This is an optimization exercise on Yosys and OpenROAD, whose aim is small area and a short achievable clock period, not a production implementation. Where RTL was checked, it was by simulation tests only, not by an equivalence proof against the original. Power is estimated from default activity; no workload was simulated.

run 1:
## welt_rx_flight
module welt_rx_flight (
    input  wire         clk,
    input  wire         rst,           
    input  wire         cfg_enc,       
    input  wire         in_valid,
    input  wire [255:0] in_data,       
    output reg          s_valid,
    output reg  [2:0]   s_kind,
    output reg          s_fwd,
    output reg          s_hfail,
    output reg          f_valid,
    output reg  [1:0]   f_result,
    output reg          f_crc_ok,
    output reg          f_hdr_ok,
    output reg  [15:0]  f_fseq,
    output reg          f_fill_next,
    output wire [15:0]  f_ack_seq,
    output wire         f_nak,
    output wire [1:0]   f_nak_rpl
);
For scale: roughly 3000 cells after synthesis, about 430 flip-flops, roughly 310 I/O pins.
clock: 10.0 ns
lec_check: 0
cap_margin: 20
core_margin: 2
core_utilization: 50
slew_margin: 20
standard.sh (not shown) runs the stock make flow with config.mk's settings and CLKGATE_MAP_FILE= SYNTH_SCRIPT=/design/flow/synth_recipe.tcl, a recipe that flattens the netlist after the stock synthesis.
==> flow/flow/run.sh <==
#!/bin/bash
# Layout flow: the standard ORFS flow (standard.sh, unchanged synthesis),
# with ORFS settings passed through the environment:
#  - the port buffers that ORFS inserts on every input and output are
#    sky130_fd_sc_hd__buf_1 instead of ORFS's default pick (clkdlybuf4s50_1);
#  - ORFS's timing repair works to a setup slack margin of SETUP_SLACK_MARGIN ns;
set -euo pipefail
export BUFFER_PORTS_ARGS="-buffer_cell sky130_fd_sc_hd__buf_1"
export SETUP_SLACK_MARGIN=6.5
export POST_RESIZE_TCL="$(pwd)/flow/post_resize.tcl"
bash standard.sh > standard.log 2>&1
==> flow/flow/post_resize.tcl <==
# ORFS hook after the placement-stage repair_design (3_4_place_resized), before
# detailed placement legalizes: repair setup timing towards the margin too.
log_cmd repair_timing -setup -setup_margin 6.5 -repair_tns 100 -verbose
Per the final summary, run 1 finished and its layout is clean on timing, DRC and antenna.
Relative to run 1, the following input files were edited for run 2:
Settings: changing CAP_MARGIN from 20 to 0; changing SLEW_MARGIN from 20 to 0.
==> flow/flow/run.sh <==
#!/bin/bash
# Layout flow: the standard ORFS flow (standard.sh, unchanged synthesis).
# The only change: the port buffers that ORFS inserts on every input and
# output are sky130_fd_sc_hd__buf_1 instead of ORFS's default pick
# (clkdlybuf4s50_1, a slow delay cell).  Clock, period and I/O constraints
# are the standard flow's own.
set -euo pipefail
export BUFFER_PORTS_ARGS="-buffer_cell sky130_fd_sc_hd__buf_1"
bash standard.sh > standard.log 2>&1
removed: flow/flow/post_resize.tcl
Results
Run 2: all stages done; final checks FAILED (capacitance limit, slew limit).
In the reports for run 2 and run 1, the smaller fraction of standard cell area that is sequential belongs to run 1.
A capture point of the critical path of s[30] is what run 2 shows, while s[10] belongs to run 1.
Changes observed in run 2 relative to run 1: combinational power share decreased by 0.2 points relative to the old numbers, met1 track demand over resource decreased by 0.51 points relative to the old numbers, via total after detailed routing climbed 674.
Run 2 and run 1 ended up with nearly the same number of combinational gates with multiple inputs.
Run 2 against run 1: clock latency at the later pin of the worst-skew pair saw little to no change; power share of the clock group picked up an extra 0.8 points; number of flops mapped to enable cells by yosys now sits at about the same level; wire length after detailed routing grew by 2.1%; global-route track usage on met3 picked up an extra 4.6 points.
Relative to run 2, the following input files were edited for run 3:
Settings: changing SLEW_MARGIN from 0 to 20; setting CTS_BUF_LIST to sky130_fd_sc_hd__clkbuf_8 for the first time; setting CTS_CLUSTER_SIZE to 30 for the first time; changing CAP_MARGIN from 0 to 20.
--- outcome ---
- Run 3 closes out successfully: all stages finished, all timing, DRC and antenna checks passed.
- The cell count in run 3 sits 46 above the value recorded for run 2.
- Relative to run 2, achievable clock frequency has increased by 1.2% in run 3.
- The summed area of non-filler cells in the final layout of run 2 and that of run 3 are within noise of each other.
- Looking at relative area of clock buffers and inverters in the final design, run 3 sits 0.36 points lower than run 2 does.
- Looking at capturing instance or port of the critical path, the s[30] result is from run 2; the hs2[0] one comes from run 3.
--- input diff run 3..run 4 ---
Settings: swapping 50 for 25 in CORE_UTILIZATION; swapping 20 for 40 in CAP_MARGIN; swapping 20 for 40 in SLEW_MARGIN; clearing CTS_CLUSTER_SIZE, which used to be 30; clearing CTS_BUF_LIST, which used to be sky130_fd_sc_hd__clkbuf_8.
==> flow/flow/run.sh <==
#!/bin/bash
# Layout flow: the standard ORFS flow (standard.sh, unchanged synthesis),
# with two placement/repair settings passed to ORFS through the environment:
#  - the port buffers that ORFS inserts on every input and output are
#    sky130_fd_sc_hd__buf_1 instead of the default pick (clkdlybuf4s50_1);
#  - timing repair works to a setup slack margin (SETUP_SLACK_MARGIN ns).
# The clock, its period and the I/O constraints are the standard flow's own.
set -euo pipefail
export BUFFER_PORTS_ARGS="-buffer_cell sky130_fd_sc_hd__buf_1"
export SETUP_SLACK_MARGIN=6.5
bash standard.sh > standard.log 2>&1
Results
- The via density per instance in run 3 is 1.3 times that in run 4.
- Changes observed in run 4 relative to run 3: final worst setup slack climbed 1010 ps; non-clock buffer count climbed about 15%.
#### Input delta (run 5 over run 4)
Settings: CORE_UTILIZATION now 50, was 25; CAP_MARGIN now 20, was 40; SLEW_MARGIN now 20, was 40.
Results
Every run in the comparison, run 5 and run 4, completed the flow with a clean layout. Logic gate share of total power, run 5 and run 4, higher one = run 5. Run 5 packs its core more tightly than run 4. Relative to run 4, the final non-filler cell total of run 5 is lower by 894. Relative to run 4, setup slack decreased by 77 ps in run 5. Post-placement setup slack in run 5 vs run 4: down 9.4 ps. Run 5 reports a lower placeable core region than run 4 does. Looking at start point of the critical path, the d1[196] result is from run 4; the d1[98] one comes from run 5.

========
Another version of the RTL of welt_rx_flight (not shown whole).
Size: ~3000 cells after synthesis, ~310 I/O pins.
==> flow/config.mk <==
export PLATFORM = sky130hd
export DESIGN_NAME = welt_rx_flight
export DESIGN_NICKNAME = welt_rx_flight
export VERILOG_FILES = /design/flow/design.v
export SDC_FILE = /design/flow/constraint.sdc
export NUM_CORES = 4
export LEC_CHECK = 0
export CAP_MARGIN = 20
export CORE_MARGIN = 2
export CORE_UTILIZATION = 50
export SLEW_MARGIN = 20
==> flow/constraint.sdc <==
create_clock -name core_clock -period 10.0 [get_ports {clk}]
set_input_delay 2.0000 -clock core_clock [delete_from_list [all_inputs] [get_ports {clk}]]
set_output_delay 2.0000 -clock core_clock [all_outputs]
set_load 0.01 [all_outputs]
==> flow/flow/run.sh <==
#!/bin/bash
# Layout flow: the standard ORFS flow (standard.sh, unchanged synthesis),
# with two ORFS settings passed through the environment:
#  - the port buffers that ORFS inserts on every input and output are
#    sky130_fd_sc_hd__buf_1 instead of ORFS's default pick (clkdlybuf4s50_1);
set -euo pipefail
export BUFFER_PORTS_ARGS="-buffer_cell sky130_fd_sc_hd__buf_1"
export SETUP_SLACK_MARGIN=6.5
bash standard.sh > standard.log 2>&1
The baseline passed the timing, design-rule and antenna checks.
==> next run, changes <==
--- a/flow/config.mk
+++ b/flow/config.mk
@@ -8,4 +8,4 @@
 export CAP_MARGIN = 20
 export CORE_MARGIN = 2
-export CORE_UTILIZATION = 50
+export CORE_UTILIZATION = 40
 export SLEW_MARGIN = 20
=> The new run completed with no timing, DRC or antenna violations; utilization shrinks by 11 points; global-route usage goes down by 8.5 points; clock power increases by about 3%; non-clock buffer count rises by 21; register-to-register slack improved by 50 ps; count of clock-buffer cells in the layout rises by 4; flip-flop and latch count is unchanged; combinational power increases by about 0.9%; critical path depth does not change; area after synthesis stays the same; cell count went up by 6.4%.
==> next run, changes <==
==> flow/flow/run.sh (replaced) <==
#!/bin/bash
# Layout flow: the standard ORFS flow (standard.sh, unchanged synthesis),
# with ORFS settings passed through the environment:
#  - the port buffers that ORFS inserts on every input and output are
#    sky130_fd_sc_hd__buf_1 instead of ORFS's default pick (clkdlybuf4s50_1);
#  - ORFS's timing repair works to a setup slack margin of SETUP_SLACK_MARGIN ns;
set -euo pipefail
export BUFFER_PORTS_ARGS="-buffer_cell sky130_fd_sc_hd__buf_1"
export SETUP_SLACK_MARGIN=6.5
export POST_RESIZE_TCL="$(pwd)/flow/post_resize.tcl"
bash standard.sh > standard.log 2>&1
==> flow/flow/post_resize.tcl (new file) <==
# ORFS hook at the end of the placement-stage repair_design
# (3_4_place_resized), before detailed placement legalizes the cells:
# the slot register d1 drives the wide XOR networks over long wires, so its
# flip-flops get the next drive strength (same cell type, dfxtp_1 -> dfxtp_2).
set n 0
foreach inst [get_cells {d1[*]*}] {
  if {[get_property [get_lib_cells -of_objects $inst] name] == "sky130_fd_sc_hd__dfxtp_1"} {
    replace_cell $inst sky130_fd_sc_hd__dfxtp_2
    incr n
  }
}
puts "post_resize.tcl: resized $n d1 flip-flops to dfxtp_2"
--- a/flow/config.mk
+++ b/flow/config.mk
@@ -8,4 +8,4 @@
 export CAP_MARGIN = 20
 export CORE_MARGIN = 2
-export CORE_UTILIZATION = 40
+export CORE_UTILIZATION = 50
 export SLEW_MARGIN = 20
After rerunning:
- synthesized cell count does not change
- final area goes down slightly
- power is lower slightly
==> next run, changes <==
==> flow/flow/run.sh (replaced) <==
#!/bin/bash
# Layout flow: the standard ORFS flow (standard.sh, unchanged synthesis),
# with two ORFS settings passed through the environment:
#  - the port buffers that ORFS inserts on every input and output are
#    sky130_fd_sc_hd__buf_1 instead of ORFS's default pick (clkdlybuf4s50_1);
set -euo pipefail
export BUFFER_PORTS_ARGS="-buffer_cell sky130_fd_sc_hd__buf_1"
export SETUP_SLACK_MARGIN=6.7
bash standard.sh > standard.log 2>&1
removed: flow/flow/post_resize.tcl
Outcome: Wire length went down by 4.9%. Setup slack improves by 550 ps. Count of clock-buffer cells in the layout went down by 6. Sequential power went down by about 2%. Clock power went down by about 4%. Critical path depth went down by 1. Cell area went up by 1.6%.

========
## red
welt_rx_flight, a different RTL version from the one above (not shown whole).
Size: about 2800 cells after synthesis, about 310 I/O pins.
clock: 10.0 ns
lec_check: 0
cap_margin: 20
core_margin: 2
core_utilization: 50
slew_margin: 20
==> flow/flow/run.sh <==
#!/bin/bash
# Layout flow: the standard ORFS flow (standard.sh, unchanged synthesis),
# with two ORFS settings passed through the environment:
#  - the port buffers that ORFS inserts on every input and output are
#    sky130_fd_sc_hd__buf_1 instead of ORFS's default pick (clkdlybuf4s50_1);
set -euo pipefail
export BUFFER_PORTS_ARGS="-buffer_cell sky130_fd_sc_hd__buf_1"
export SETUP_SLACK_MARGIN=6.5
bash standard.sh > standard.log 2>&1
The final layout from red, which completed every stage, passed the timing, design-rule and antenna checks at the end of the flow.
Modified inputs, blue compared to red
==> flow/flow/run.sh <==
#!/bin/bash
# Layout flow: the standard ORFS flow (standard.sh, unchanged synthesis),
# with ORFS settings passed through the environment:
#  - the port buffers that ORFS inserts on every input and output are
#    sky130_fd_sc_hd__buf_1 instead of ORFS's default pick (clkdlybuf4s50_1);
#  - ORFS's timing repair works to a setup slack margin of SETUP_SLACK_MARGIN ns;
set -euo pipefail
export BUFFER_PORTS_ARGS="-buffer_cell sky130_fd_sc_hd__buf_1"
export SETUP_SLACK_MARGIN=6.5
export POST_RESIZE_TCL="$(pwd)/flow/post_resize.tcl"
bash standard.sh > standard.log 2>&1
==> flow/flow/post_resize.tcl (new file) <==
# ORFS hook after the placement-stage repair_design (3_4_place_resized), before
# detailed placement legalizes: repair setup timing towards the margin too.
log_cmd repair_timing -setup -setup_margin $::env(SETUP_SLACK_MARGIN) -repair_tns 100 -verbose
==> comparison <==
blue never completed; the flow aborted with a tool error in placement repair. Taking red as the reference, in blue post-synthesis net count neither gained nor lost much; area fraction in compound gates after synthesis closely matched the old numbers; number of synthesized flops with an enable pin flat; portion of netlist area occupied by mux cells flat. Changes observed in blue relative to red: starting density of the core stayed essentially flat; cell count after synthesis closely matched the old numbers; flip-flop and latch count after synthesis now sits at about the same level.
Function was not checked in any run of this note: the RTL went through the layout flow alone.

## what the ideal ports hide
No port has a modelled driver above. Below, the same layouts with a new extraction and two added sets of constraints. Step 1: set_driving_cell puts a clkbuf_16 on clk and a buf_2 on each other input, an assumption about the parent block. Step 2, shift: input delay + t, output delay - t, t = (earliest + latest rising clock arrival at the registers) / 2. This alone moves slack from input paths to output paths. a / b / c = ideal ports / drivers / drivers and shift; a / b = the first two.
| run | shift t [ns] | setup WS [ns] | worst register clock-pin slew, ns | worst slew at a driven data input, ns |
|---|---|---|---|---|
| run 1 | 0.678 | 6.162 / 6.162 / 6.162 | 0.08 / 0.08 | 0.08 |
| run 2 | 0.691 | 5.219 / 5.219 / 5.219 | 0.08 / 0.08 | 0.07 |
| run 3 | 0.799 | 5.275 / 5.275 / 5.275 | 0.08 / 0.08 | 0.07 |
| run 4 | 0.737 | 6.281 / 6.281 / 6.281 | 0.08 / 0.08 | 0.11 |
| run 5 | 0.695 | 6.204 / 6.204 / 6.204 | 0.08 / 0.08 | 0.08 |
| the first run of note 2 | 0.684 | 6.241 / 6.241 / 6.241 | 0.07 / 0.07 | 0.07 |
| the second run of note 2 | 0.694 | 6.293 / 6.293 / 6.170 | 0.08 / 0.08 | 0.11 |
| the third run of note 2 | 0.708 | 5.768 / 5.768 / 5.768 | 0.07 / 0.07 | 0.06 |
| the fourth run of note 2 | 0.694 | 6.321 / 6.321 / 6.151 | 0.08 / 0.08 | 0.06 |
| red | 0.679 | 5.947 / 5.947 / 5.947 | 0.08 / 0.08 | 0.05 |
For the fourth run of note 2, which loses most, drivers alone change the setup slack by 0.000 ns; drivers and shift together by -0.170 ns.
